Source: an optimization exercise on an open RTL-to-GDS flow (aim: small area, a short achievable clock period and few clock cycles). Production flows keep margins and buffers that such runs may drop.
The RTL was checked by simulation tests, not by an equivalence proof against the original design.
Power is estimated from default activity; no workload was simulated.

===== flow/config.mk =====
export PLATFORM = sky130hd
export DESIGN_NAME = acu_check
export DESIGN_NICKNAME = acu_check
export VERILOG_FILES = /design/flow/design.v
export SDC_FILE = /design/flow/constraint.sdc
export NUM_CORES = 4
export LEC_CHECK = 0
export CAP_MARGIN = 20
export CORE_MARGIN = 2
export CORE_UTILIZATION = 35
export SETUP_SLACK_MARGIN = 4.0
export SLEW_MARGIN = 20

===== flow/run.sh =====
#!/bin/bash
# synth_recipe.tcl (not shown) runs the flow's synth.tcl, then flattens the netlist and writes it again
# the make line also repeats each setting of config.mk as NAME=value (left out here)
make -C /OpenROAD-flow-scripts/flow DESIGN_CONFIG=/design/flow/config.mk WORK_HOME=/design/flow/orfs CLKGATE_MAP_FILE= SYNTH_SCRIPT=/design/flow/synth_recipe.tcl finish

===== flow/design.v =====
module acu_check (
    input  wire        clk,
    input  wire        rst,
    input  wire        req_valid,
    output wire        req_ready,
    input  wire [63:0] req_addr,
    input  wire [12:0] req_len,        
    input  wire [1:0]  req_kind,       
    input  wire [1:0]  req_dir,        
    input  wire [11:0] req_binding,
    input  wire [7:0]  req_vh,
    output reg         run_valid,
    input  wire        run_ready,
    output reg  [63:0] run_addr,
    output reg  [12:0] run_len,
    output reg         run_ok,
    output reg         run_last,
    output reg         run_viol,       
    output reg         run_split,      
    input  wire        reg_we,
    input  wire [12:0] reg_addr,
    input  wire [31:0] reg_wdata,
    output reg  [31:0] reg_rdata
);
    localparam NRULES = 16;
    reg              cfg_enable;
    reg  [2:0]       evt;              
    reg              fv_valid;
    reg  [1:0]       fv_dir;
    reg              fv_write;
    reg  [12:0]      fv_len;
    reg  [11:0]      fv_binding;
    reg  [63:0]      fv_addr;
    reg  [3:0]       fv_rule;
    reg  [7:0]       fv_vh;
    reg  [31:0]      viol_cnt;
    reg  [31:0]      split_cnt;
    reg  [31:0]      tail_cnt;
    reg  [2:0]       cnt_ovf;
    reg              rule_valid [0:NRULES-1];
    reg  [1:0]       rule_scope [0:NRULES-1];
    reg  [11:0]      rule_sid   [0:NRULES-1];
    reg  [1:0]       rule_dir   [0:NRULES-1];
    reg              rule_rd    [0:NRULES-1];
    reg              rule_wr    [0:NRULES-1];
    reg  [31:0]      rule_bl    [0:NRULES-1];    
    reg  [25:0]      rule_bh    [0:NRULES-1];    
    reg  [31:0]      rule_ll    [0:NRULES-1];    
    reg  [25:0]      rule_lh    [0:NRULES-1];    
    reg  [NRULES-1:0] wr_w0, wr_bl, wr_bh, wr_ll, wr_lh;
    wire       rule_sel  = reg_addr[12] & (reg_addr[11:9] == 3'd0);
    wire [3:0] rule_idx  = reg_addr[8:5];
    wire [2:0] rule_word = reg_addr[4:2];
    reg  [4:0] rules_active;
    reg  [31:0] rd_rule, rd_ctl;
    reg  [4:0]  wsel;            
    reg         rs;
    integer r;
    always @(*) begin
        wsel[0] = rule_sel & (rule_word == 3'd0);
        wsel[1] = rule_sel & (rule_word == 3'd2);
        wsel[2] = rule_sel & (rule_word == 3'd3);
        wsel[3] = rule_sel & (rule_word == 3'd4);
        wsel[4] = rule_sel & (rule_word == 3'd5);
        rd_rule = 32'd0;
        for (r = 0; r < NRULES; r = r + 1) begin
            rs = (rule_idx == r);
            rd_rule = rd_rule
                | ({32{rs & wsel[0] & wr_w0[r]}} & {13'd0, rule_wr[r], rule_rd[r], rule_dir[r],
                                                    rule_sid[r], rule_scope[r], 1'b0})
                | ({32{rs & wsel[0]}}            & {31'd0, rule_valid[r]})
                | ({32{rs & wsel[1] & wr_bl[r]}} & rule_bl[r])
                | ({32{rs & wsel[2] & wr_bh[r]}} & {6'd0, rule_bh[r]})
                | ({32{rs & wsel[3] & wr_ll[r]}} & rule_ll[r])
                | ({32{rs & wsel[4] & wr_lh[r]}} & {6'd0, rule_lh[r]});
        end
        rd_ctl = 32'd0;
        if (reg_addr[12] == 1'b0) begin
            case (reg_addr[11:2])
                10'h000: rd_ctl = {31'd0, cfg_enable};
                10'h001: rd_ctl = {17'd0, fv_valid, 9'd0, rules_active};
                10'h002: rd_ctl = {29'd0, evt};
                10'h004: rd_ctl = {3'd0, fv_binding, fv_len, fv_write, fv_dir, fv_valid};
                10'h005: rd_ctl = fv_addr[31:0];
                10'h006: rd_ctl = fv_addr[63:32];
                10'h007: rd_ctl = {10'd0, 1'b0, fv_vh, 9'd0, fv_rule};
                10'h010: rd_ctl = viol_cnt;
                10'h011: rd_ctl = split_cnt;
                10'h012: rd_ctl = tail_cnt;
                10'h03F: rd_ctl = {29'd0, cnt_ovf};
                default: rd_ctl = 32'd0;
            endcase
        end
        reg_rdata = rd_rule | rd_ctl;
    end
    wire [25:0] p_hi = req_addr[63:38];      
    wire [25:0] p_lo = req_addr[37:12];
    wire        p_hi_z = (p_hi == 26'd0);
    wire        p_lo_z = (p_lo == 26'd0);
    reg  [NRULES-1:0] e_act;         
    reg  [NRULES-1:0] e_beq;         
    reg  [NRULES-1:0] e_leq;         
    reg        bh_lt, bh_eq, bl_lt, bl_eq, lh_gt, lh_eq, ll_gt, ll_eq;
    reg        b_le, l_ge, sc_ok, dir_ok;
    integer i;
    always @(*) begin
        for (i = 0; i < NRULES; i = i + 1) begin
            bh_lt = wr_bh[i] ? (rule_bh[i] < p_hi)        : !p_hi_z;
            bh_eq = wr_bh[i] ? (rule_bh[i] == p_hi)       : p_hi_z;
            bl_lt = wr_bl[i] ? (rule_bl[i][31:6] < p_lo)  : !p_lo_z;
            bl_eq = wr_bl[i] ? (rule_bl[i][31:6] == p_lo) : p_lo_z;
            lh_gt = wr_lh[i] ? (rule_lh[i] > p_hi)        : 1'b0;
            lh_eq = wr_lh[i] ? (rule_lh[i] == p_hi)       : p_hi_z;
            ll_gt = wr_ll[i] ? (rule_ll[i][31:6] > p_lo)  : 1'b0;
            ll_eq = wr_ll[i] ? (rule_ll[i][31:6] == p_lo) : p_lo_z;
            b_le  = bh_lt | (bh_eq & (bl_lt | bl_eq));
            l_ge  = lh_gt | (lh_eq & (ll_gt | ll_eq));
            sc_ok = (rule_scope[i] == 2'd0)
                  | ((rule_scope[i] == 2'd1) & (rule_sid[i] == {4'd0, req_vh}))
                  | ((rule_scope[i] == 2'd2) & (rule_sid[i] == req_binding));
            dir_ok = (rule_dir[i] == 2'd0) | (rule_dir[i] == req_dir);
            e_act[i] = cfg_enable & rule_valid[i] & sc_ok & dir_ok & b_le & l_ge;
            e_beq[i] = bh_eq & bl_eq & wr_bl[i];
            e_leq[i] = lh_eq & ll_eq;
        end
    end
    wire [12:0] e_end  = {1'b0, req_addr[11:0]} + req_len;    
    wire [12:0] e_endm = e_end - 13'd1;
    reg               r_valid;
    reg  [NRULES-1:0] r_act;
    reg  [NRULES-1:0] r_beq;
    reg  [NRULES-1:0] r_leq;
    reg  [51:0]       r_page;
    reg  [11:0]       r_start;
    reg  [12:0]       r_end;
    reg  [5:0]        r_last;
    reg  [1:0]        r_kind;
    reg  [1:0]        r_dir;
    reg  [11:0]       r_binding;
    reg  [7:0]        r_vh;
    reg               w_valid;
    reg  [NRULES-1:0] w_act;
    reg  [NRULES-1:0] w_beq;
    reg  [NRULES-1:0] w_leq;
    reg  [51:0]       w_page;
    reg  [11:0]       w_start;       
    reg  [12:0]       w_end;         
    reg  [5:0]        w_last;        
    reg  [1:0]        w_kind;
    reg  [1:0]        w_dir;
    reg  [11:0]       w_binding;
    reg  [7:0]        w_vh;
    reg  [7:0]        w_vb;          
    reg  [7:0]        w_gm;          
    reg  [5:0]        w_blk;         
    reg               w_cont;        
    reg  [11:0]       o_start;       
    reg               o_ok;          
    reg               v_none;        
    reg               v_any;         
    reg               v_first_ok;    
    reg               v_any_ok;      
    reg  [11:0]       v_first;       
    reg  [3:0]        v_rule;        
    reg  [12:0]       v_forb;        
    wire [2:0]        wg     = w_blk[5:3];       
    wire [2:0]        wb     = w_blk[2:0];       
    wire [2:0]        lastg  = w_last[5:3];
    wire [2:0]        lastb  = w_last[2:0];
    reg  [7:0]   inr;
    reg  [7:0]   chg;            
    reg  [2:0]   cpos;
    reg  [7:0]   gm_after;
    reg  [2:0]   gnext;
    integer c2;
    always @(*) begin
        for (c2 = 0; c2 < 8; c2 = c2 + 1)
            inr[c2] = (c2 >= wb) && ((wg != lastg) || (c2 <= lastb));
        chg[0] = 1'b0;
        for (c2 = 1; c2 < 8; c2 = c2 + 1)
            chg[c2] = inr[c2 - 1] & inr[c2] & (w_vb[c2] != w_vb[c2 - 1]);
        cpos = 3'd0;
        for (c2 = 7; c2 >= 1; c2 = c2 - 1)
            if (chg[c2]) cpos = c2;
        for (c2 = 0; c2 < 8; c2 = c2 + 1)
            gm_after[c2] = w_gm[c2] && (c2 > wg);
        gnext = 3'd0;
        for (c2 = 7; c2 >= 0; c2 = c2 - 1)
            if (gm_after[c2]) gnext = c2;
    end
    wire        vfirst  = w_vb[wb];                      
    wire        early   = w_cont & (w_vb[0] != o_ok);    
    wire        any_chg = |chg;
    wire        w_final = (wg == lastg) | ~(|gm_after);  
    wire        emit    = early | any_chg | w_final;
    wire        last_run = ~early & ~any_chg;            
    wire        r_ok    = w_cont ? o_ok : vfirst;
    wire [5:0]  r_eblk  = early ? w_blk : {wg, cpos};
    wire [12:0] len_fin = w_end - {1'b0, o_start};
    wire [12:0] len_e   = {1'b0, w_blk, 6'd0} - {1'b0, o_start};
    wire [12:0] len_g   = {1'b0, wg, 9'd0} - {1'b0, o_start};
    wire [12:0] len_c   = len_g + {4'd0, cpos, 6'd0};
    wire [12:0] r_len   = last_run ? len_fin : early ? len_e : len_c;
    wire out_free = ~run_valid | run_ready;
    wire go       = w_valid & (~emit | out_free);
    wire done     = go & emit & last_run;
    wire take     = r_valid & (~w_valid | done);         
    assign req_ready = ~r_valid | take;
    wire [NRULES-1:0] s_act  = take ? r_act  : w_act;
    wire [NRULES-1:0] s_beq  = take ? r_beq  : w_beq;
    wire [NRULES-1:0] s_leq  = take ? r_leq  : w_leq;
    wire [1:0]        s_kind = take ? r_kind : w_kind;
    wire [2:0]        s_grp  = take ? r_start[11:9] : gnext;
    reg  [5:0]        slo, shi;
    reg               sok, lo_lt, lo_eq, hi_gt, hi_eq;
    reg  [7:0]        cov;
    reg  [7:0]        vb;
    integer j, kk;
    always @(*) begin
        vb = 8'hFF;
        for (j = NRULES - 1; j >= 0; j = j - 1) begin
            slo = s_beq[j] ? rule_bl[j][5:0] : 6'd0;
            shi = s_leq[j] ? (rule_ll[j][5:0] & {6{wr_ll[j]}}) : 6'd63;
            case (s_kind)
                2'd0:       sok = rule_rd[j];
                2'd1, 2'd2: sok = rule_wr[j];
                default:    sok = rule_rd[j] & rule_wr[j];
            endcase
            lo_lt = slo[5:3] < s_grp;
            lo_eq = slo[5:3] == s_grp;
            hi_gt = shi[5:3] > s_grp;
            hi_eq = shi[5:3] == s_grp;
            for (kk = 0; kk < 8; kk = kk + 1) begin
                cov[kk] = s_act[j]
                        & (lo_lt | (lo_eq & (slo[2:0] <= kk)))
                        & (hi_gt | (hi_eq & (shi[2:0] >= kk)));
                if (cov[kk]) vb[kk] = sok;
            end
        end
    end
    reg  [5:0]        rlo [0:NRULES-1];
    reg  [5:0]        rhi [0:NRULES-1];
    reg  [5:0]        rhi1;
    reg  [NRULES-1:0] rok;
    reg  [NRULES:0]   forb_above;    
    reg               edge_ok;
    reg  [7:0]        gm;
    integer g;
    always @(*) begin
        for (g = 0; g < NRULES; g = g + 1) begin
            rlo[g] = r_beq[g] ? rule_bl[g][5:0] : 6'd0;
            rhi[g] = r_leq[g] ? (rule_ll[g][5:0] & {6{wr_ll[g]}}) : 6'd63;
            case (r_kind)
                2'd0:       rok[g] = rule_rd[g];
                2'd1, 2'd2: rok[g] = rule_wr[g];
                default:    rok[g] = rule_rd[g] & rule_wr[g];
            endcase
        end
        forb_above[NRULES] = 1'b0;
        for (g = NRULES - 1; g >= 0; g = g - 1)
            forb_above[g] = forb_above[g+1] | (r_act[g] & ~rok[g]);
        gm = 8'd0;
        for (g = 0; g < NRULES; g = g + 1) begin
            edge_ok = r_act[g] & (~rok[g] | forb_above[g+1]);
            rhi1 = rhi[g] + 6'd1;
            if (edge_ok && rlo[g] <= r_last)
                gm = gm | (8'd1 << rlo[g][5:3]);
            if (edge_ok && rhi[g] < r_last)
                gm = gm | (8'd1 << rhi1[5:3]);
        end
    end
    reg  [5:0]        plo, phi;
    reg  [3:0]        pick;
    wire [5:0]        pblk = o_start[11:6];
    integer p;
    always @(*) begin
        pick = 4'd0;
        for (p = NRULES - 1; p >= 0; p = p - 1) begin
            plo = w_beq[p] ? rule_bl[p][5:0] : 6'd0;
            phi = w_leq[p] ? (rule_ll[p][5:0] & {6{wr_ll[p]}}) : 6'd63;
            if (w_act[p] && plo <= pblk && pblk <= phi)
                pick = p[3:0];
        end
    end
    wire        s_new_forb = ~v_any & ~r_ok;
    wire        s_any      = v_any | ~r_ok;
    wire        s_any_ok   = v_any_ok | r_ok;
    wire        s_first_ok = v_none ? r_ok : v_first_ok;
    wire [11:0] s_first    = s_new_forb ? o_start : v_first;
    wire [3:0]  s_rule     = s_new_forb ? pick : v_rule;
    wire [12:0] sf_fin     = v_forb + len_fin;
    wire [12:0] sf_e       = v_forb + len_e;
    wire [12:0] sf_c       = (v_forb + len_g) + {4'd0, cpos, 6'd0};
    wire [12:0] s_forb     = r_ok ? v_forb : last_run ? sf_fin : early ? sf_e : sf_c;
    wire        f_split    = (w_kind == 2'd1) ? (s_any & s_any_ok)
                           : (w_kind == 2'd0) ? (s_any & s_first_ok)
                           : 1'b0;
    wire [12:0] f_forb     = r_ok ? v_forb : sf_fin;
    wire [12:0] f_tail     = s_new_forb ? len_fin : (w_end - {1'b0, v_first});
    wire [12:0] f_flen     = (w_kind == 2'd1) ? f_forb
                           : (w_kind == 2'd0) ? f_tail
                           : (w_end - {1'b0, w_start});
    always @(posedge clk) begin
        if (req_ready) begin
            r_page    <= req_addr[63:12];
            r_start   <= req_addr[11:0];
            r_end     <= e_end;
            r_last    <= e_endm[11:6];
            r_kind    <= req_kind;
            r_dir     <= req_dir;
            r_binding <= req_binding;
            r_vh      <= req_vh;
            r_act     <= e_act;
            r_beq     <= e_beq;
            r_leq     <= e_leq;
        end
        if (take) begin
            w_page    <= r_page;
            w_start   <= r_start;
            w_end     <= r_end;
            w_last    <= r_last;
            w_kind    <= r_kind;
            w_dir     <= r_dir;
            w_binding <= r_binding;
            w_vh      <= r_vh;
            w_act     <= r_act;
            w_beq     <= r_beq;
            w_leq     <= r_leq;
            w_gm      <= gm;
        end
    end
    always @(posedge clk) begin
        if (go) begin
            if (emit) begin
                run_addr   <= {w_page, o_start};
                run_len    <= r_len;
                run_ok     <= r_ok;
                run_last   <= last_run;
                run_viol   <= s_any;
                run_split  <= f_split;
                v_none     <= 1'b0;
                v_any      <= s_any;
                v_any_ok   <= s_any_ok;
                v_first_ok <= s_first_ok;
                v_first    <= s_first;
                v_rule     <= s_rule;
                v_forb     <= s_forb;
                o_start    <= {r_eblk, 6'd0};
                w_cont     <= 1'b0;
                w_blk      <= r_eblk;
            end else begin
                w_cont     <= 1'b1;
                o_ok       <= r_ok;
                w_blk      <= {gnext, 3'd0};
                w_vb       <= vb;
            end
        end
        if (take) begin
            w_blk      <= r_start[11:6];
            w_cont     <= 1'b0;
            o_start    <= r_start;
            v_none     <= 1'b1;
            v_any      <= 1'b0;
            v_first_ok <= 1'b0;
            v_any_ok   <= 1'b0;
            v_forb     <= 13'd0;
            w_vb       <= vb;
        end
    end
    always @(posedge clk) begin
        if (rst) begin
            r_valid   <= 1'b0;
            w_valid   <= 1'b0;
            run_valid <= 1'b0;
        end else begin
            if (run_valid && run_ready)
                run_valid <= 1'b0;
            if (go && emit)
                run_valid <= 1'b1;
            if (done)
                w_valid <= 1'b0;
            if (take)
                w_valid <= 1'b1;
            if (req_ready)
                r_valid <= req_valid;
        end
    end
    wire fin_viol = done & s_any;
    always @(posedge clk) begin
        if (rst) begin
            cfg_enable <= 1'b1;
            evt        <= 3'd0;
            fv_valid   <= 1'b0;
            fv_dir     <= 2'd0;
            fv_write   <= 1'b0;
            fv_len     <= 13'd0;
            fv_binding <= 12'd0;
            fv_addr    <= 64'd0;
            fv_rule    <= 4'd0;
            fv_vh      <= 8'd0;
            viol_cnt   <= 32'd0;
            split_cnt  <= 32'd0;
            tail_cnt   <= 32'd0;
            cnt_ovf    <= 3'd0;
        end else begin
            if (reg_we && !reg_addr[12]) begin
                case (reg_addr[11:2])
                    10'h000: cfg_enable <= reg_wdata[0];
                    10'h002: evt        <= evt & ~reg_wdata[2:0];
                    10'h004: if (reg_wdata[0]) fv_valid <= 1'b0;
                    10'h03F: cnt_ovf    <= cnt_ovf & ~reg_wdata[2:0];
                    default: ;
                endcase
            end
            if (fin_viol) begin
                evt[0] <= 1'b1;
                if (viol_cnt == 32'hFFFF_FFFF)
                    cnt_ovf[0] <= 1'b1;
                else
                    viol_cnt <= viol_cnt + 32'd1;
                if (!fv_valid) begin
                    fv_valid   <= 1'b1;
                    fv_dir     <= w_dir;
                    fv_write   <= (w_kind != 2'd0);
                    fv_len     <= f_flen;
                    fv_binding <= w_binding;
                    fv_addr    <= {w_page, s_first};
                    fv_rule    <= s_rule;
                    fv_vh      <= w_vh;
                    evt[1]     <= 1'b1;
                end
                if (f_split) begin
                    evt[2] <= 1'b1;
                    if (split_cnt == 32'hFFFF_FFFF)
                        cnt_ovf[1] <= 1'b1;
                    else
                        split_cnt <= split_cnt + 32'd1;
                end
                if (w_kind == 2'd0) begin
                    if (tail_cnt == 32'hFFFF_FFFF)
                        cnt_ovf[2] <= 1'b1;
                    else
                        tail_cnt <= tail_cnt + 32'd1;
                end
            end
        end
    end
    integer n;
    always @(posedge clk) begin
        if (rst) begin
            for (n = 0; n < NRULES; n = n + 1)
                rule_valid[n] <= 1'b0;
            wr_w0 <= {NRULES{1'b0}};
            wr_bl <= {NRULES{1'b0}};
            wr_bh <= {NRULES{1'b0}};
            wr_ll <= {NRULES{1'b0}};
            wr_lh <= {NRULES{1'b0}};
            rules_active <= 5'd0;
        end else if (reg_we && rule_sel) begin
            case (rule_word)
                3'd0: begin
                    rule_valid[rule_idx] <= reg_wdata[0];
                    wr_w0[rule_idx]      <= 1'b1;
                    if (reg_wdata[0] && !rule_valid[rule_idx])
                        rules_active <= rules_active + 5'd1;
                    else if (!reg_wdata[0] && rule_valid[rule_idx])
                        rules_active <= rules_active - 5'd1;
                end
                3'd2: wr_bl[rule_idx] <= 1'b1;
                3'd3: wr_bh[rule_idx] <= 1'b1;
                3'd4: wr_ll[rule_idx] <= 1'b1;
                3'd5: wr_lh[rule_idx] <= 1'b1;
                default: ;
            endcase
        end
    end
    always @(posedge clk) begin
        if (reg_we && rule_sel) begin
            case (rule_word)
                3'd0: begin
                    rule_scope[rule_idx] <= reg_wdata[2:1];
                    rule_sid[rule_idx]   <= reg_wdata[14:3];
                    rule_dir[rule_idx]   <= reg_wdata[16:15];
                    rule_rd[rule_idx]    <= reg_wdata[17];
                    rule_wr[rule_idx]    <= reg_wdata[18];
                end
                3'd2: rule_bl[rule_idx] <= reg_wdata;
                3'd3: rule_bh[rule_idx] <= reg_wdata[25:0];
                3'd4: rule_ll[rule_idx] <= reg_wdata;
                3'd5: rule_lh[rule_idx] <= reg_wdata[25:0];
                default: ;
            endcase
        end
    end
endmodule

===== flow/constraint.sdc =====
create_clock -name core_clock -period 11.0 [get_ports {clk}]
set_input_delay 2.2000 -clock core_clock [delete_from_list [all_inputs] [get_ports {clk}]]
set_output_delay 2.2000 -clock core_clock [all_outputs]
set_load 0.01 [all_outputs]

==> results of run 1 <==
==> area by class of cell <==
cell class / count / area, sq um / share of cell area
inverter: 373 / 1490 / 0.00690
timing repair buffer: 1569 / 16000 / 0.0740
multi-input combinational: 11800 / 93300 / 0.431
sequential: 2915 / 83900 / 0.388
timing repair inverter: 1 / 11.3 / 0.0000521
clock inverter: 236 / 3230 / 0.0149
tap: 6681 / 8360 / 0.0387
antenna: 244 / 611 / 0.00282
clock buffer: 416 / 9340 / 0.0432
==> layout by cell type, fill, tap and decap left out, types with 135 or more instances in the layout <==
cell type	Yosys	layout
o21a_1	496	496
a21o_1	329	328
nor3_1	226	166
nand2_1	1101	1082
nor2b_1	379	374
a21oi_1	878	844
buf_12	0	204
a22o_1	256	229
nor2_1	722	617
nand4_1	597	597
a22oi_1	633	537
nand3_1	419	380
diode_2	0	244
nor4_1	198	142
xnor2_1	183	183
ha_1	2240	2236
clkbuf_16	0	365
and2_1	319	309
xor2_1	360	360
edfxtp_1	2551	2551
o21ai_0	588	554
buf_4	3	947
buf_6	3	135
nand2b_1	231	227
a221oi_1	283	145
inv_1	373	352
clkdlybuf4s50_1	0	158
dfxtp_1	364	362
==> kinds of logic (layout without fill, tap and decap cells) <==
family | after synthesis | count (layout) | share of synthesized area
simple gates | 4651 | 4656 | 0.138
compound gates | 4259 | 4259 | 0.167
flops | 2915 | 2915 | 0.478
fa+ha+maj | 2256 | 2256 | 0.162
buf+inv | 976 | 2595 | 0.0212
xor+xnor | 544 | 544 | 0.0272
mux | 104 | 104 | 0.00709
other cells | 0 | 244 | 0
==> flip-flops by register name, summed over array words and instances, names as in the netlist, 64 cells and up <==
name      cells
rule_ll     512
rule_bl     512
rule_sid    192
rule_lh     416
fv_addr      64
rule_bh     416
run_addr     64
==> repair_timing <==
action | CTS | global route
buffers inserted | 353 | 92
hold buffers | 0 | 0
setup endpoints to repair | 71 | 55
gates cloned | 16 | 3
gates resized for setup | 1084 | 256
pin swaps | 231 | 146
==> power by group through the flow <==
stage	logic (mW)	registers (mW)	clock network, mW
after global routing	6.77	12.5	13.5
after global placement	6.09	12.7	0
after CTS	6.21	12.5	13.2
final	6.50	12.5	13.3
after floorplan	3.31	12.7	0
after detailed placement	6.10	12.8	0
==> per-layer routing <==
layer / wire length (um) / global-route usage
met2: 545000 / 0.719
met3: 235000 / 0.314
met5: 2580 / 0.0285
met1: 510000 / 0.630
met4: 179000 / 0.535
==> worst max path at each step <==
stage               slack [ns]                 to    startpoint
floorplan                 4.03  w_vb[5]$_DFFE_PP_     run_ready
global placement          0.86       reg_rdata[6]   reg_addr[6]
detailed placement        0.90       reg_rdata[6]   reg_addr[6]
CTS                       3.28       reg_rdata[6]  reg_addr[10]
global route              3.37       reg_rdata[0]  reg_addr[11]
finish                    3.16       reg_rdata[8]   reg_addr[4]
==> metrics by stage <==
stage	instances	setup slack (ns)	hold WS, ns	cell area [sq um]
detailed placement	22900	0.903	0.405	192000
global route	24100	3.37	0.380	216000
finish	24300	3.16	0.410	216000
CTS	23900	3.28	0.386	213000
floorplan	15700	4.03	0.400	175000
global placement	22900	0.859	0.401	192000
==> notes.md, run 1 <==
status=finished with violations; Failing Checks=max-capacitance violations, max-slew violations; maximum VDD drop=0.000153 V; fmax=128 MHz; startpoint type of the worst setup path=primary input; Comb power frac=0.201; Unique masters post-synth=107; async set-reset flop share out of synthesis=0; synth top area cells=edfxtp_1 (44%), ha_1 (16%), dfxtp_1 (4.2%); CTS buffer count=358; CTS max path bufs=4; Total Routed Length=1470000 um; layout cells sized above 1=0.168; slowest CP cell=a222oi_1; family with the most delay on the worst path=simple AND/OR/NAND/NOR gates; Die X=712 um; hold wc startpoint=r_page[24]$_DFFE_PP_; Hold Fails Final Rpt=0; Slew @ Worst Pin=1.53 ns; worst skew pair latency=1.11 ns; most frequent cell after synthesis=edfxtp_1; first-pass GRT wire length=1790000 um; initial antenna violation count=274; Yosys top cell by area=edfxtp_1; final worst path period share=0.713; gpl congestion=1.16; worst rel slew slack=-0.0318; setup TNS=0 ns; Filler Cell Count=47400; R2R Path End=w_gm[6]$_DFFE_PP_; Hold Crit Depth=0; largest net degree at the start of global routing=100; most frequent cells after synthesis=edfxtp_1 (2551), ha_1 (2240), nand2_1 (1101); GRT Overall Usage=0.557; # clock sinks=2915; H-Tree Level Count=5; DR iter-0 viols=33500; Synth Cell Area=175000 sq um; Synth Flop Type=edfxtp_1; starting density of the core=0.351; I/O Pins=266; Sequential Power Share=0.388; Synth Register Bits=2915; final setup fails=0; DP HPWL=1130000 um; DRC errors left=0; critical path depth=15; CTS tree=done; total number of vias=176000; Net Count, Synth=18100; vias per cell=7.24; gr ovfl total=0; P_leak=81.8 nW; Reg2Reg Depth=17; CP Capture Type=primary output; Gate Count Post-Synth=15700; clk root buf=clkbuf_16; Crit Path Max Fanout=9; sequential area share after synthesis=0.478; most used cell, CP=buf_12; crit path time final=7.84 ns; clock slew at reported path FFs=0.07 ns; pwr dens=150 nW/um^2; Internal=21.9 mW; port buffer count=263; area of the core=500000 sq um; Post-synth EDFFs=2551; Worst R2R Start=r_kind[0]$_DFFE_PP_; clock share of power=0.411; DRT antenna net count=0; RSZ-0062 raised after global routing=yes; Area Growth Syn to Fin=23.2%; CP Class=in2out; Req. time, crit path=8.80 ns; Buf/Inv on CP=7; Power Total=32.3 mW; hold crit path type=reg2reg; Chip Height=712 um; clock skew=0.103 ns; WP data arrival=5.64 ns; fin util=0.432; Syn Area/Cell=11.2 sq um; Rows=260; DRT Pass-1 Iters=11; Sw Share=0.321; worst-path cell chain=buf_12 -> nor4_2 -> buf_4 -> nand2_8 -> nor2_4 -> buf_12 -> buf_12 -> buf_12 -> and3_4 -> buf_12 -> a222oi_1 -> nand4_1 -> nor3_2 -> nand3_2 -> buf_6; max incr delay on CP=0.86 ns; setup slack, reg-to-reg=4.02 ns; Die ar.=507000 sq um; Layout Nets=19400; vias in the first global route=151000; post-synth top area share=0.437; Hold Crit Endpoint=w_page[24]$_DFFE_PP_; Max Slew Vio Count=2; max-cap violations=2; Switch Pwr=10.4 mW; post-DR wirelength/cell=60.7 um; Yosys warnings=3
Testbench counts, summed over its fixed seeds: cycles 2,648.
==> inputs of run 2 (changes only) <==
==> flow/config.mk (replaced) <==
export PLATFORM = sky130hd
export DESIGN_NAME = acu_check
export DESIGN_NICKNAME = acu_check
export VERILOG_FILES = /design/flow/design.v
export SDC_FILE = /design/flow/constraint.sdc
export NUM_CORES = 4
export LEC_CHECK = 0
export CAP_MARGIN = 30
export CORE_MARGIN = 2
export CORE_UTILIZATION = 30
export SETUP_SLACK_MARGIN = 3.0
export SLEW_MARGIN = 30
==> run 2 against run 1 <==
Net effect:
- now clean on timing, DRC and antenna
- first-iteration DRC count fell by 3.3%
- sequential power barely moved
- total power fell by 0.64%
- global-route usage fell by 5.2 points
- flip-flop and latch count did not move
- hold slack improved by 0.0041 ns
- critical path depth fell by 2
- utilization fell by 6.6 points
- register-to-register slack got worse by 0.65 ns
- design area fell by 1.5%
- synthesized area did not move
- critical endpoint is now r_act[9]$_DFFE_PP_
- largest power group unchanged
==> notes.md, run 2 <==
max incr delay on CP=0.95 ns (+0.09 ns); critical path depth=13 (-2); sequential area share after synthesis=0.478 (unchanged); WP data arrival=9.10 ns (+3.46 ns); Chip Height=769 um (+8.0%); clock slew at reported path FFs=0.06 ns (about the same); worst-path cell chain=clkdlybuf4s50_1 -> clkinv_1 -> ha_1 -> nand3_1 -> nor3_1 -> nand3_1 -> nand2_1 -> a2111oi_2 -> buf_4 -> o21ai_0 -> a21boi_0 -> buf_4 -> a211oi_1; Syn Area/Cell=11.2 sq um (unchanged); fmax=119 MHz (-6.8%); GRT Overall Usage=0.505 (-0.0521); CTS buffer count=368 (+2.8%); Post-synth EDFFs=2551 (unchanged); # clock sinks=2915 (unchanged); first-pass GRT wire length=1880000 um (+5.0%); Buf/Inv on CP=4 (-3); DP HPWL=1220000 um (+7.5%); H-Tree Level Count=5 (unchanged); Rows=280 (+7.7%); Net Count, Synth=18100 (unchanged); pwr dens=151 nW/um^2 (+0.90%); Crit Path Max Fanout=4 (-5); slowest CP cell=clkinv_1; maximum VDD drop=0.000145 V (-5.6%); status=timing/DRC/antenna clean; post-DR wirelength/cell=61.6 um (+1.6%); vias per cell=6.95 (-4.0%); final setup fails=0 (unchanged); DRT antenna net count=0 (unchanged); gpl congestion=1.15 (-0.58%); Synth Flop Type=edfxtp_1; worst skew pair latency=1.12 ns (about the same); vias in the first global route=151000 (+0.21%); area of the multi-input gates=91200 sq um (-2.2%); largest net degree at the start of global routing=93 (-7.0%); I/O Pins=266 (unchanged); Yosys top cell by area=edfxtp_1; Non-Filler Instances=25200 (+4.0%); Hold Fails Final Rpt=0 (unchanged); setup TNS=0 ns (unchanged); DRT Pass-1 Iters=10 (-1); Die X=769 um (+8.0%); Slew @ Worst Pin=1.35 ns (-0.178 ns); RSZ-0062 raised after global routing=yes; CP Class=in2reg; startpoint type of the worst setup path=primary input; CP Capture Type=flip-flop; most frequent cells in the layout=edfxtp_1 (2551), ha_1 (2234), nand2_1 (1090); Hold Buf Count CTS=0 (unchanged); clk root buf=clkbuf_16; Hold Crit Depth=0 (unchanged); Gate Count Post-Synth=15700 (unchanged); Yosys warnings=3 (unchanged); Area Growth Syn to Fin=21.4%; Synth Cell Area=175000 sq um (unchanged); Die ar.=591000 sq um (+17%); port buffer count=263 (unchanged); Max Slew Vio Count=0 (-2); register area=83900 sq um (about the same); gr ovfl total=0 (unchanged); placed cell count=24100 (+5.2%); Filler Cell Count=57400 (+21%); Reg2Reg Depth=23 (+6); CTS max path bufs=4 (unchanged); total number of vias=175000 (-0.21%); crit path time final=8.41 ns (+0.572 ns); Unique masters post-synth=107 (unchanged); Total Routed Length=1550000 um (+5.6%); initial antenna violation count=336 (+23%); Req. time, crit path=11.69 ns (+2.89 ns); P_leak=80.2 nW (-1.9%); DR iter-0 viols=32400 (-3.3%); CTS tree=done; worst rel slew slack=0.0883 (+0.120); max-cap violations=0 (-2); synth top area cells=edfxtp_1 (44%), ha_1 (16%), dfxtp_1 (4.2%); Layout Nets=19300 (-0.60%); clock skew=0.134 ns (+0.0310 ns); commonest non-fill, non-tap cell in the layout=edfxtp_1; async set-reset flop share out of synthesis=0 (unchanged); Synth Register Bits=2915 (unchanged); most frequent cells after synthesis=edfxtp_1 (2551), ha_1 (2240), nand2_1 (1101); hold crit path type=reg2reg; post-synth top area share=0.437 (unchanged); most frequent cell after synthesis=edfxtp_1; starting density of the core=0.301 (-0.0492); area of the core=582000 sq um (+16%); layout cells sized above 1=0.143 (-0.0244); Top Registers=rule_bl x512, rule_ll x512; DRC errors left=0 (unchanged); family with the most delay on the worst path=buffers and inverters; final worst path period share=0.765 (+0.0520)
run 2: cell counts after synthesis:
Identical to the previous run, type by type.
run 2: cells by family (layout without fill, tap and decap cells):
kind of cell             count (synthesis)  in the layout  share of synthesized area
AND/OR/NAND/NOR                       4651           4653                      0.138
AO/OA/AOI/OAI                         4259           4259                      0.167
flip-flops                            2915           2915                      0.478
adder cells (fa/ha/maj)               2256           2256                      0.162
buffers and inverters                  976           2502                     0.0212
XOR/XNOR                               544            544                     0.0272
multiplexers                           104            104                    0.00709
other                                    0            227                          0
run 2: metrics by stage:
step / total power, mW / util / area [sq um] / worst slack [ns] / hold WS [ns]
finish: 32.1 / 0.366 / 213000 / 2.59 / 0.414
global route: 32.7 / 0.365 / 212000 / 2.92 / 0.424
CTS: 31.9 / 0.363 / 211000 / 2.92 / 0.415
detailed placement: 19.2 / 0.336 / 195000 / 1.32 / 0.405
global placement: 19.3 / 0.334 / 194000 / 1.15 / 0.401
floorplan: 16.0 / - / 175000 / 3.35 / 0.400
run 2: layout make-up:
type	count	area share
Clock buffer	450	0.0457
Tap cell	7755	0.0456
Antenna cell	227	0.00267
Timing Repair Buffer	1447	0.0660
Inverter	373	0.00663
Sequential cell	2915	0.394
Clock inverter	232	0.0112
Multi-Input combinational cell	11800	0.428
run 2: final timing paths:
check	startpoint	to	slack (ns)
setup reg to reg	w_blk[5]$_DFFE_PP_	w_vb[1]$_DFFE_PP_	3.37
setup / recovery	req_addr[18]	r_act[9]$_DFFE_PP_	2.59
hold reg to reg	r_binding[8]$_DFFE_PP_	w_binding[8]$_DFFE_PP_	0.41
hold / removal	r_binding[8]$_DFFE_PP_	w_binding[8]$_DFFE_PP_	0.41
run 2: where the power goes:
| part | switching (mW) | internal (mW) | leakage, nW |
|---|---|---|---|
| sequential | 0.266 | 12.3 | 26.3 |
| combinational | 4.57 | 2.10 | 48.1 |
| clock | 5.76 | 7.14 | 5.90 |
run 2: routing by layer:
metal / share of wire / up-vias / global-route usage / wire [um]
li1: - / 64100 / - / -
met1: 0.38 / 90100 / 0.610 / 588000
met2: 0.37 / 16400 / 0.657 / 580000
met3: 0.15 / 4381 / 0.274 / 234000
met4: 0.095 / 132 / 0.385 / 148000
met5: 0.0024 / - / 0.0475 / 3760
run 2: worst reg2reg max path, delay by kind of cell (launching register included):
family	cells	cell delay, ns
xor gates and xnor gates	1	0.21
DFF	1	0.73
and+or+nand+nor	7	1.60
buffers and inverters	2	0.47
adders and majority gates	1	0.39
AOI/OAI and AO/OA	12	3.98
run 2: what timing repair did:
item,in CTS,in global routing
buffers inserted,164,41
endpoints found under the setup margin,39,37
gates cloned,9,2
pin swaps,93,53
gates resized for setup,390,106
==> inputs of run 3 (changes only) <==
--- a/flow/design.v
+++ b/flow/design.v
@@ -93,6 +93,26 @@
         end
         reg_rdata = rd_rule | rd_ctl;
     end
+    function [1:0] cmp26;
+        input [25:0] a;
+        input [25:0] b;
+        reg   [31:0] lt, eq;
+        integer t, w;
+        begin
+            lt = 32'd0;
+            eq = {32{1'b1}};
+            for (t = 0; t < 26; t = t + 1) begin
+                lt[t] = ~a[t] & b[t];
+                eq[t] = ~(a[t] ^ b[t]);
+            end
+            for (w = 1; w < 32; w = w * 2)
+                for (t = 0; t < 32; t = t + 2 * w) begin
+                    lt[t] = lt[t+w] | (eq[t+w] & lt[t]);
+                    eq[t] = eq[t+w] & eq[t];
+                end
+            cmp26 = {lt[0], eq[0]};
+        end
+    endfunction
     wire [25:0] p_hi = req_addr[63:38];      
     wire [25:0] p_lo = req_addr[37:12];
     wire        p_hi_z = (p_hi == 26'd0);
@@ -101,18 +121,23 @@
     reg  [NRULES-1:0] e_beq;         
     reg  [NRULES-1:0] e_leq;         
     reg        bh_lt, bh_eq, bl_lt, bl_eq, lh_gt, lh_eq, ll_gt, ll_eq;
+    reg  [1:0] c_bh, c_bl, c_lh, c_ll;
     reg        b_le, l_ge, sc_ok, dir_ok;
     integer i;
     always @(*) begin
         for (i = 0; i < NRULES; i = i + 1) begin
-            bh_lt = wr_bh[i] ? (rule_bh[i] < p_hi)        : !p_hi_z;
-            bh_eq = wr_bh[i] ? (rule_bh[i] == p_hi)       : p_hi_z;
-            bl_lt = wr_bl[i] ? (rule_bl[i][31:6] < p_lo)  : !p_lo_z;
-            bl_eq = wr_bl[i] ? (rule_bl[i][31:6] == p_lo) : p_lo_z;
-            lh_gt = wr_lh[i] ? (rule_lh[i] > p_hi)        : 1'b0;
-            lh_eq = wr_lh[i] ? (rule_lh[i] == p_hi)       : p_hi_z;
-            ll_gt = wr_ll[i] ? (rule_ll[i][31:6] > p_lo)  : 1'b0;
-            ll_eq = wr_ll[i] ? (rule_ll[i][31:6] == p_lo) : p_lo_z;
+            c_bh  = cmp26(rule_bh[i], p_hi);
+            c_bl  = cmp26(rule_bl[i][31:6], p_lo);
+            c_lh  = cmp26(p_hi, rule_lh[i]);
+            c_ll  = cmp26(p_lo, rule_ll[i][31:6]);
+            bh_lt = wr_bh[i] ? c_bh[1] : !p_hi_z;
+            bh_eq = wr_bh[i] ? c_bh[0] : p_hi_z;
+            bl_lt = wr_bl[i] ? c_bl[1] : !p_lo_z;
+            bl_eq = wr_bl[i] ? c_bl[0] : p_lo_z;
+            lh_gt = wr_lh[i] ? c_lh[1] : 1'b0;
+            lh_eq = wr_lh[i] ? c_lh[0] : p_hi_z;
+            ll_gt = wr_ll[i] ? c_ll[1] : 1'b0;
+            ll_eq = wr_ll[i] ? c_ll[0] : p_lo_z;
             b_le  = bh_lt | (bh_eq & (bl_lt | bl_eq));
             l_ge  = lh_gt | (lh_eq & (ll_gt | ll_eq));
             sc_ok = (rule_scope[i] == 2'd0)
@@ -126,18 +151,7 @@
     end
     wire [12:0] e_end  = {1'b0, req_addr[11:0]} + req_len;    
     wire [12:0] e_endm = e_end - 13'd1;
-    reg               r_valid;
-    reg  [NRULES-1:0] r_act;
-    reg  [NRULES-1:0] r_beq;
-    reg  [NRULES-1:0] r_leq;
-    reg  [51:0]       r_page;
-    reg  [11:0]       r_start;
-    reg  [12:0]       r_end;
-    reg  [5:0]        r_last;
-    reg  [1:0]        r_kind;
-    reg  [1:0]        r_dir;
-    reg  [11:0]       r_binding;
-    reg  [7:0]        r_vh;
+    wire [5:0]  e_last = e_endm[11:6];
     reg               w_valid;
     reg  [NRULES-1:0] w_act;
     reg  [NRULES-1:0] w_beq;
@@ -204,13 +218,13 @@
     wire out_free = ~run_valid | run_ready;
     wire go       = w_valid & (~emit | out_free);
     wire done     = go & emit & last_run;
-    wire take     = r_valid & (~w_valid | done);         
-    assign req_ready = ~r_valid | take;
-    wire [NRULES-1:0] s_act  = take ? r_act  : w_act;
-    wire [NRULES-1:0] s_beq  = take ? r_beq  : w_beq;
-    wire [NRULES-1:0] s_leq  = take ? r_leq  : w_leq;
-    wire [1:0]        s_kind = take ? r_kind : w_kind;
-    wire [2:0]        s_grp  = take ? r_start[11:9] : gnext;
+    assign req_ready = ~w_valid | done;
+    wire take     = req_valid & req_ready;
+    wire [NRULES-1:0] s_act  = req_ready ? e_act  : w_act;
+    wire [NRULES-1:0] s_beq  = req_ready ? e_beq  : w_beq;
+    wire [NRULES-1:0] s_leq  = req_ready ? e_leq  : w_leq;
+    wire [1:0]        s_kind = req_ready ? req_kind : w_kind;
+    wire [2:0]        s_grp  = req_ready ? req_addr[11:9] : gnext;
     reg  [5:0]        slo, shi;
     reg               sok, lo_lt, lo_eq, hi_gt, hi_eq;
     reg  [7:0]        cov;
@@ -248,9 +262,9 @@
     integer g;
     always @(*) begin
         for (g = 0; g < NRULES; g = g + 1) begin
-            rlo[g] = r_beq[g] ? rule_bl[g][5:0] : 6'd0;
-            rhi[g] = r_leq[g] ? (rule_ll[g][5:0] & {6{wr_ll[g]}}) : 6'd63;
-            case (r_kind)
+            rlo[g] = e_beq[g] ? rule_bl[g][5:0] : 6'd0;
+            rhi[g] = e_leq[g] ? (rule_ll[g][5:0] & {6{wr_ll[g]}}) : 6'd63;
+            case (req_kind)
                 2'd0:       rok[g] = rule_rd[g];
                 2'd1, 2'd2: rok[g] = rule_wr[g];
                 default:    rok[g] = rule_rd[g] & rule_wr[g];
@@ -258,14 +272,14 @@
         end
         forb_above[NRULES] = 1'b0;
         for (g = NRULES - 1; g >= 0; g = g - 1)
-            forb_above[g] = forb_above[g+1] | (r_act[g] & ~rok[g]);
+            forb_above[g] = forb_above[g+1] | (e_act[g] & ~rok[g]);
         gm = 8'd0;
         for (g = 0; g < NRULES; g = g + 1) begin
-            edge_ok = r_act[g] & (~rok[g] | forb_above[g+1]);
+            edge_ok = e_act[g] & (~rok[g] | forb_above[g+1]);
             rhi1 = rhi[g] + 6'd1;
-            if (edge_ok && rlo[g] <= r_last)
+            if (edge_ok && rlo[g] <= e_last)
                 gm = gm | (8'd1 << rlo[g][5:3]);
-            if (edge_ok && rhi[g] < r_last)
+            if (edge_ok && rhi[g] < e_last)
                 gm = gm | (8'd1 << rhi1[5:3]);
         end
     end
@@ -302,30 +316,17 @@
                            : (w_end - {1'b0, w_start});
     always @(posedge clk) begin
         if (req_ready) begin
-            r_page    <= req_addr[63:12];
-            r_start   <= req_addr[11:0];
-            r_end     <= e_end;
-            r_last    <= e_endm[11:6];
-            r_kind    <= req_kind;
-            r_dir     <= req_dir;
-            r_binding <= req_binding;
-            r_vh      <= req_vh;
-            r_act     <= e_act;
-            r_beq     <= e_beq;
-            r_leq     <= e_leq;
-        end
-        if (take) begin
-            w_page    <= r_page;
-            w_start   <= r_start;
-            w_end     <= r_end;
-            w_last    <= r_last;
-            w_kind    <= r_kind;
-            w_dir     <= r_dir;
-            w_binding <= r_binding;
-            w_vh      <= r_vh;
-            w_act     <= r_act;
-            w_beq     <= r_beq;
-            w_leq     <= r_leq;
+            w_page    <= req_addr[63:12];
+            w_start   <= req_addr[11:0];
+            w_end     <= e_end;
+            w_last    <= e_last;
+            w_kind    <= req_kind;
+            w_dir     <= req_dir;
+            w_binding <= req_binding;
+            w_vh      <= req_vh;
+            w_act     <= e_act;
+            w_beq     <= e_beq;
+            w_leq     <= e_leq;
             w_gm      <= gm;
         end
     end
@@ -355,10 +356,10 @@
                 w_vb       <= vb;
             end
         end
-        if (take) begin
-            w_blk      <= r_start[11:6];
+        if (req_ready) begin
+            w_blk      <= req_addr[11:6];
             w_cont     <= 1'b0;
-            o_start    <= r_start;
+            o_start    <= req_addr[11:0];
             v_none     <= 1'b1;
             v_any      <= 1'b0;
             v_first_ok <= 1'b0;
@@ -369,7 +370,6 @@
     end
     always @(posedge clk) begin
         if (rst) begin
-            r_valid   <= 1'b0;
             w_valid   <= 1'b0;
             run_valid <= 1'b0;
         end else begin
@@ -379,10 +379,8 @@
                 run_valid <= 1'b1;
             if (done)
                 w_valid <= 1'b0;
-            if (take)
-                w_valid <= 1'b1;
             if (req_ready)
-                r_valid <= req_valid;
+                w_valid <= req_valid;
         end
     end
     wire fin_viol = done & s_any;
==> flow/config.mk (replaced) <==
export PLATFORM = sky130hd
export DESIGN_NAME = acu_check
export DESIGN_NICKNAME = acu_check
export VERILOG_FILES = /design/flow/design.v
export SDC_FILE = /design/flow/constraint.sdc
export NUM_CORES = 4
export LEC_CHECK = 0
export CAP_MARGIN = 20
export CORE_MARGIN = 2
export CORE_UTILIZATION = 35
export SETUP_SLACK_MARGIN = 4.0
export SLEW_MARGIN = 20
==> run 3 against run 2 <==
Net effect:
- still clean on timing, DRC and antenna
- highest routed layer unchanged
- clock power decreased by 4%
- fmax up 0.76%
- first-iteration DRC count fell by 9.0%
- largest power group unchanged
- design area up 4.4%
- synthesized area decreased by 1.1%
- critical endpoint is now reg_rdata[10]
- clock-buffer cell count fell by 27
- die area shrank 15%
==> notes.md, run 3 <==
status=timing/DRC/antenna clean; Chip Height=708 um (-7.9%); I/O Pins=266 (unchanged); Yosys top cell by area=edfxtp_1; P_leak=87.0 nW (+8.4%); Die ar.=501000 sq um (-15%); Die X=708 um (-7.9%); layout cells sized above 1=0.215 (+0.0714); worst rel slew slack=0.0279 (-0.0605); CP Class=in2out; fmax=120 MHz (+0.76%); Hold Buf Count CTS=0 (unchanged); Req. time, crit path=8.80 ns (-2.89 ns); port buffer count=263 (unchanged); vias in the first global route=156000 (+2.9%); total number of vias=172000 (-1.7%); post-DR wirelength/cell=52.2 um (-15%); CTS buffer count=347 (-5.7%); Layout Nets=20900 (+8.1%); hold wc startpoint=fv_vh[7]$_SDFFE_PP0P_; setup TNS=0 ns (unchanged); sequential area share after synthesis=0.456 (-0.0217); max incr delay on CP=0.72 ns (-0.23 ns); R2R Path End=w_vb[4]$_DFFE_PP_; area of the core=494000 sq um (-15%); DRC errors left=0 (unchanged); gpl congestion=1.12 (-3.1%); DRT Pass-1 Iters=10 (unchanged); Hold Fails Final Rpt=0 (unchanged); Post-synth EDFFs=2396 (-6.1%); Synth Flop Type=edfxtp_1; worst skew pair latency=1.08 ns (-0.04 ns); startpoint type of the worst setup path=primary input; crit path time final=8.35 ns (-0.0632 ns); Synth Cell Area=174000 sq um (-1.1%); synth top area cells=edfxtp_1 (41%), ha_1 (16%), dfxtp_1 (4.2%); family with the most delay on the worst path=simple AND/OR/NAND/NOR gates; Synth Register Bits=2759 (-5.4%); Top Registers=rule_bl x512, rule_ll x512; # clock sinks=2759 (-5.4%); gr ovfl total=0 (unchanged); Non-Filler Instances=25400 (+0.64%); Unique masters post-synth=102 (-4.7%); DRT antenna net count=0 (unchanged); pwr dens=153 nW/um^2 (+1.4%); async set-reset flop share out of synthesis=0 (unchanged); post-synth top area share=0.415 (-0.0221); CP Capture Type=primary output; slowest CP cell=nand4_1; vias per cell=6.79 (-2.3%); setup slack, reg-to-reg=4.10 ns (+0.73 ns); worst-path cell chain=buf_12 -> clkinvlp_4 -> ha_4 -> buf_12 -> and3_4 -> and3_4 -> buf_6 -> a22oi_2 -> nand2_4 -> a221oi_4 -> nand4_1 -> nor4_2 -> nand2_2 -> buf_6; Crit Path Max Fanout=4 (unchanged); most frequent cells in the layout=edfxtp_1 (2396), ha_1 (2184), buf_4 (1564); initial antenna violation count=182 (-46%); final setup fails=0 (unchanged); Slew @ Worst Pin=1.44 ns (+0.0897 ns); first-pass GRT wire length=1660000 um (-12%); clock skew=0.114 ns (-0.0200 ns); most frequent cells after synthesis=edfxtp_1 (2396), ha_1 (2240), nand2_1 (1299); H-Tree Level Count=5 (unchanged); clock slew at reported path FFs=0.06 ns (about the same); RSZ-0062 raised after global routing=yes; GRT Overall Usage=0.509 (+0.00364); starting density of the core=0.351 (+0.0499); Worst R2R Start=w_blk[3]$_DFFE_PP_; Max Slew Vio Count=0 (unchanged); Yosys warnings=3 (unchanged); Area Growth Syn to Fin=28.0%; Hold Crit Endpoint=fv_vh[7]$_SDFFE_PP0P_; Reg2Reg Depth=20 (-13%); DR iter-0 viols=29500 (-9.0%); DP HPWL=1030000 um (-15%); Rows=258 (-7.9%); WP data arrival=6.15 ns (-2.95 ns); largest net degree at the start of global routing=87 (-6.5%); commonest non-fill, non-tap cell in the layout=edfxtp_1; Hold Crit Depth=2 (+2); CTS tree=done; final worst path period share=0.759 (-0.00575); Total Routed Length=1320000 um (-15%); max-cap violations=0 (unchanged); clk root buf=clkbuf_16; Net Count, Synth=18800 (+3.9%); Buf/Inv on CP=5 (+1); placed cell count=23900 (-0.78%); CTS max path bufs=4 (unchanged); most frequent cell after synthesis=edfxtp_1; Syn Area/Cell=10.6 sq um (-5.4%); maximum VDD drop=0.000222 V (+53%); Gate Count Post-Synth=16400 (+4.6%); hold crit path type=reg2reg; WHS=0.452 ns (+0.0383 ns)
## run 3: cell types whose count changed in the layout (fill, tap and decap cells not counted), moves of 155 or more
cell	previous run	this run
a22oi_1	597	427
buf_4	963	1564
buf_6	52	309
edfxtp_1	2551	2396
inv_1	355	1139
nand2_1	1090	1272
nor2b_1	371	142
o21a_1	496	217
## run 3: worst min-delay path, stage by stage (launching register included)
cell and delay [ns]:
dfxtp_1 0.31, nand2_1 0.05, a21oi_1 0.05
## run 3: worst max path at each step
stage / startpoint / endpoint / slack, ns / cells after the start
floorplan: req_addr[0] / w_gm[5]$_DFFE_PN_ / 3.16 / 22
global placement: req_addr[52] / w_vb[4]$_DFFE_PP_ / 0.45 / 23
detailed placement: reg_addr[6] / reg_rdata[10] / 0.32 / 12
CTS: reg_addr[6] / reg_rdata[18] / 2.93 / 15
global route: reg_addr[6] / reg_rdata[18] / 2.89 / 16
finish: reg_addr[6] / reg_rdata[10] / 2.65 / 14
## run 3: cell type report
| class | instances | area, sq um |
|---|---|---|
| clock buffers | 423 | 9310 |
| multi-input cells | 11900 | 95800 |
| well taps | 6500 | 8130 |
| diodes | 95 | 238 |
| flip-flops and latches | 2759 | 79200 |
| inverters | 1185 | 4620 |
| clock inverters | 212 | 2390 |
| repair buffers | 2346 | 22500 |
| fillers | 46900 | 272000 |
## run 3: layer usage
layer	part of all wire	GRT usage
met2	0.39	0.709
met4	0.13	0.524
met1	0.35	0.580
met3	0.13	0.191
met5	0.0011	0.00779
## run 3: what timing repair did
item,in CTS,in global routing
gates cloned,9,3
setup buffers,530,209
resized for setup,1816,603
endpoints found under the setup margin,48,49
pin swaps,404,321
## run 3: power breakdown
part / switching [mW] / internal, mW
registers: 0.369 / 11.9
clock network: 5.38 / 7.00
logic: 6.02 / 3.37
## run 3: kinds of logic after synthesis
| logic type | Yosys count | share of synthesized area |
|---|---|---|
| compound gates | 4207 | 0.168 |
| xor+xnor | 530 | 0.0267 |
| simple gates | 4718 | 0.137 |
| buf+inv | 1806 | 0.0391 |
| flops | 2759 | 0.456 |
| fa+ha+maj | 2257 | 0.163 |
| mux | 143 | 0.00982 |
## run 3: per-stage QoR
step | power [mW] | setup slack [ns] | area (sq um) | utilization
after CTS | 33.5 | 2.93 | 217000 | 0.440
after global placement | 20.9 | 0.446 | 194000 | 0.393
after global routing | 34.9 | 2.89 | 222000 | 0.450
after detailed placement | 20.9 | 0.325 | 194000 | 0.393
final | 34.0 | 2.65 | 222000 | 0.450
after floorplan | 17.0 | 3.16 | 174000 | -
Testbench counts of run 3, summed over its fixed seeds: cycles 2,640.
==> inputs of run 4 (changes only) <==
==> flow/config.mk (replaced) <==
export PLATFORM = sky130hd
export DESIGN_NAME = acu_check
export DESIGN_NICKNAME = acu_check
export VERILOG_FILES = /design/flow/design.v
export SDC_FILE = /design/flow/constraint.sdc
export NUM_CORES = 4
export LEC_CHECK = 0
export CAP_MARGIN = 30
export CORE_MARGIN = 2
export CORE_UTILIZATION = 35
export CTS_BUF_LIST = sky130_fd_sc_hd__clkbuf_8
export SETUP_SLACK_MARGIN = 3.0
export SLEW_MARGIN = 30
==> run 4 against run 3 <==
Net effect:
- utilization down 2.2 points
- register-to-register slack got worse by 0.94 ns
- combinational power decreased by 6.3%
- global-route usage is 0.96 points higher
- die area stayed put
- hold slack better by 0.0059 ns
- critical endpoint is now reg_rdata[18]
- largest cell class unchanged
==> notes.md, run 4 <==
DR iter-0 viols=29700 (+0.68%); pwr dens=151 nW/um^2 (-1.3%); Die ar.=501000 sq um (unchanged); Post-Place Worst Slack=0.672 ns (+0.348 ns); Post-synth EDFFs=2396 (unchanged); clk root buf=clkbuf_8; RSZ-0062 raised after global routing=yes; Synth Area in Adders=0.163 (unchanged); most frequent cells after synthesis=edfxtp_1 (2396), ha_1 (2240), nand2_1 (1299); Hold Buf Count CTS=0 (unchanged); largest family of logic cells by synthesized area=compound AO/OA/AOI/OAI gates; vias in the first global route=156000 (+0.031%); area of the multi-input gates=91500 sq um (-4.5%); H-Tree Level Count=6 (+1); Top Registers=rule_bl x512, rule_ll x512; Cell Area, Placed=195000 sq um (+0.44%); Yosys top cell by area=edfxtp_1; vias per cell=6.83 (+0.67%); Buf/Inv on CP=6 (+1); Reg2Reg Depth=22 (+10%); Non-Filler Instances=25400 (-0.10%); Req. time, crit path=8.80 ns (about the same); port buffer count=263 (unchanged); R2R Path End=w_vb[7]$_DFFE_PP_; setup ws final=2.62 ns (-0.0287 ns); I/O Pins=266 (unchanged); area of the core=494000 sq um (unchanged); fin area=211000 sq um (-4.9%); final setup fails=0 (unchanged); final worst path period share=0.762 (+0.00261); hold wc startpoint=fv_addr[58]$_SDFFE_PP0P_; Yosys warnings=3 (unchanged); Syn Area/Cell=10.6 sq um (unchanged); Gate Count Post-Synth=16400 (unchanged); CP Capture Type=primary output; register area=79200 sq um (about the same); xor/xnor share of the synthesized area=0.0267 (unchanged); # clock sinks=2759 (unchanged); Simple-Gate Fraction of Synth Area=0.137 (unchanged); Hold Crit Endpoint=fv_addr[58]$_SDFFE_PP0P_; mux cell area share after synthesis=0.00982 (unchanged); DP HPWL=1060000 um (+2.6%); Area Growth Syn to Fin=21.8%; status=timing/DRC/antenna clean; Synth Flop Type=edfxtp_1; Synth Register Bits=2759 (unchanged); first-pass GRT wire length=1680000 um (+1.5%); Unique masters post-synth=102 (unchanged); CTS max path bufs=4 (unchanged); critical path depth=13 (-1); Slew @ Worst Pin=1.22 ns (-0.220 ns); Power Total=31.9 mW (-6.2%); Filler Cell Count=48000 (+2.3%); GRT Overall Usage=0.518 (+0.00957); Net Count, Synth=18800 (unchanged); setup slack, reg-to-reg=3.16 ns (-0.94 ns); max incr delay on CP=0.54 ns (-0.18 ns); worst skew pair latency=1.34 ns (+0.26 ns); WP data arrival=6.18 ns (+0.03 ns); CTS tree=done; starting density of the core=0.351 (unchanged); Max Slew Vio Count=0 (unchanged); gpl congestion=1.13 (+1.1%); Die X=708 um (unchanged); Layout Nets=20700 (-1.1%); clock skew=0.0870 ns (-0.0269 ns); crit path time final=8.38 ns (+0.0287 ns); Crit Path Max Fanout=27 (+23); sequential area share after synthesis=0.456 (unchanged); total number of vias=173000 (+0.56%); maximum VDD drop=0.000328 V (+48%); fmax=119 MHz (-0.34%); P_leak=83.4 nW (-4.2%); synth top area cells=edfxtp_1 (41%), ha_1 (16%), dfxtp_1 (4.2%); Total Routed Length=1350000 um (+1.8%); initial antenna violation count=217 (+19%); CTS buffer count=544 (+57%); Rows=258 (unchanged); Synth Cell Area=174000 sq um (unchanged); family with the most delay on the worst path=simple AND/OR/NAND/NOR gates; DRT Pass-1 Iters=7 (-3); setup TNS=0 ns (unchanged); async set-reset flop share out of synthesis=0 (unchanged); post-synthesis compound-gate area fraction=0.168 (unchanged); commonest non-fill, non-tap cell in the layout=edfxtp_1; gr ovfl total=0 (unchanged); hold crit path type=reg2reg; slowest CP cell=or4_4; max-cap violations=0 (unchanged); layout cells sized above 1=0.169 (-0.0458); worst rel slew slack=0.185 (+0.157); CP Class=in2out; Hold Fails Final Rpt=0 (unchanged); Hold Crit Depth=2 (unchanged); most frequent cell after synthesis=edfxtp_1; DRC errors left=0 (unchanged); post-DR wirelength/cell=53.2 um (+1.9%); Chip Height=708 um (unchanged); worst-path cell chain=buf_6 -> nand2b_4 -> buf_12 -> nor4_2 -> buf_12 -> a22oi_2 -> nand4_1 -> nor4_2 -> buf_4 -> o2111ai_4 -> buf_8 -> or4_4 -> buf_2; DRT antenna net count=0 (unchanged); placed cell count=24000 (+0.25%); startpoint type of the worst setup path=primary input; most frequent cells in the layout=edfxtp_1 (2396), ha_1 (2230), buf_4 (1442); Worst R2R Start=w_blk[2]$_DFFE_PP_; clock slew at reported path FFs=0.06 ns (about the same); largest net degree at the start of global routing=126 (+45%); post-synth top area share=0.415 (unchanged)
## run 4: cell counts after synthesis
No cell type changed its count.
## run 4: area by class of cell
class,count,area share
Multi-Input combinational cell,11900,0.433
Sequential cell,2759,0.375
Timing Repair Buffer,1914,0.0808
Tap cell,6500,0.0385
Clock buffer,564,0.0367
Inverter,1185,0.0215
Clock inverter,405,0.0129
Antenna cell,168,0.00199
## run 4: cells by family (layout without fill, tap and decap cells)
kind of cell | Yosys count | in the layout
buffers and inverters | 1806 | 4068
other | 0 | 168
AND/OR/NAND/NOR | 4718 | 4719
AO/OA/AOI/OAI | 4207 | 4207
multiplexers | 143 | 143
flip-flops | 2759 | 2759
adder cells (fa/ha/maj) | 2257 | 2257
XOR/XNOR | 530 | 530
## run 4: worst max-delay path by stage
| stage | from | endpoint | slack, ns |
|---|---|---|---|
| after floorplan | run_ready | req_ready | 2.74 |
| final | reg_addr[2] | reg_rdata[18] | 2.62 |
| after global placement | req_addr[50] | w_vb[4]$_DFFE_PP_ | 0.49 |
| after detailed placement | reg_addr[12] | reg_rdata[18] | 0.67 |
| after global routing | reg_addr[5] | reg_rdata[18] | 2.83 |
| after CTS | reg_addr[3] | reg_rdata[18] | 2.85 |
## run 4: power breakdown
part           switching [mW]  leakage (nW)  internal (mW)
logic                    5.76          52.8           3.03
clock network            5.53          5.91           5.35
registers               0.369          24.7           11.9
total                    11.7          83.4           20.2
## run 4: metal layers
layer	up-vias	wire length (um)	track usage
met5	-	450	0
met4	48	174000	0.541
met3	4396	165000	0.189
met2	14800	533000	0.717
met1	86700	476000	0.597
li1	67300	-	-
## run 4: timing repair
item	in CTS	in global routing
endpoints found under the setup margin	47	41
gates resized for setup	544	222
pin swaps	113	85
setup buffers	176	71
gates cloned	4	1
## run 4: worst reg2reg max path, stage by stage, from the launching register on
cell and delay, ns:
edfxtp_1 0.67, nand2_1 0.21, a211oi_1 0.37, o32ai_1 0.13, a221oi_1 0.68, a41oi_4 0.32
inv_8 0.46, nor2_1 0.24, a21oi_1 0.23, inv_1 0.12, ha_1 0.20, buf_4 0.25
nor2b_2 0.83, buf_4 0.42, a221oi_1 0.18, o211ai_1 0.18, buf_4 0.17, a21o_1 0.28
mux2i_1 0.11, mux2_2 0.34, mux2i_1 0.27, a2111oi_2 0.16, o31ai_4 0.72
## run 4: per-stage QoR
stage / hold WS [ns] / util
floorplan: 0.426 / -
finish: 0.458 / 0.428
global placement: 0.440 / 0.394
detailed placement: 0.448 / 0.395
global route: 0.475 / 0.427
CTS: 0.456 / 0.424

==> afterwards: timing with drivers on the ports <==
The flow's constraints put no driver on any port. The routed layouts listed below were extracted and timed again, unchanged, in two steps.
Step 1: set_driving_cell puts a clkbuf_16 on clk and a buf_2 on each other input, an assumption about the parent block.
Step 2 moves the port delays by t, midway between the first and last clock arrival at a register: inputs arrive t later, outputs are due t later. That takes back most of the time a late clock gives input paths.
Slacks: ideal / step 1 / step 2; pairs: ideal / step 1.
run | t (ns) | slack for setup (ns) | cell pins on the clock port's net
run 1 | 1.187 | 3.161 / 2.987 / 2.336 | 1
run 2 | 1.211 | 2.588 / 2.671 / 1.493 | 1
run 3 | 1.185 | 2.652 / 2.579 / 2.413 | 1
run 4 | 1.450 | 2.623 / 2.574 / 1.315 | 1
For run 4, which loses most, drivers alone change the setup slack by -0.049 ns; drivers and shift together by -1.308 ns.
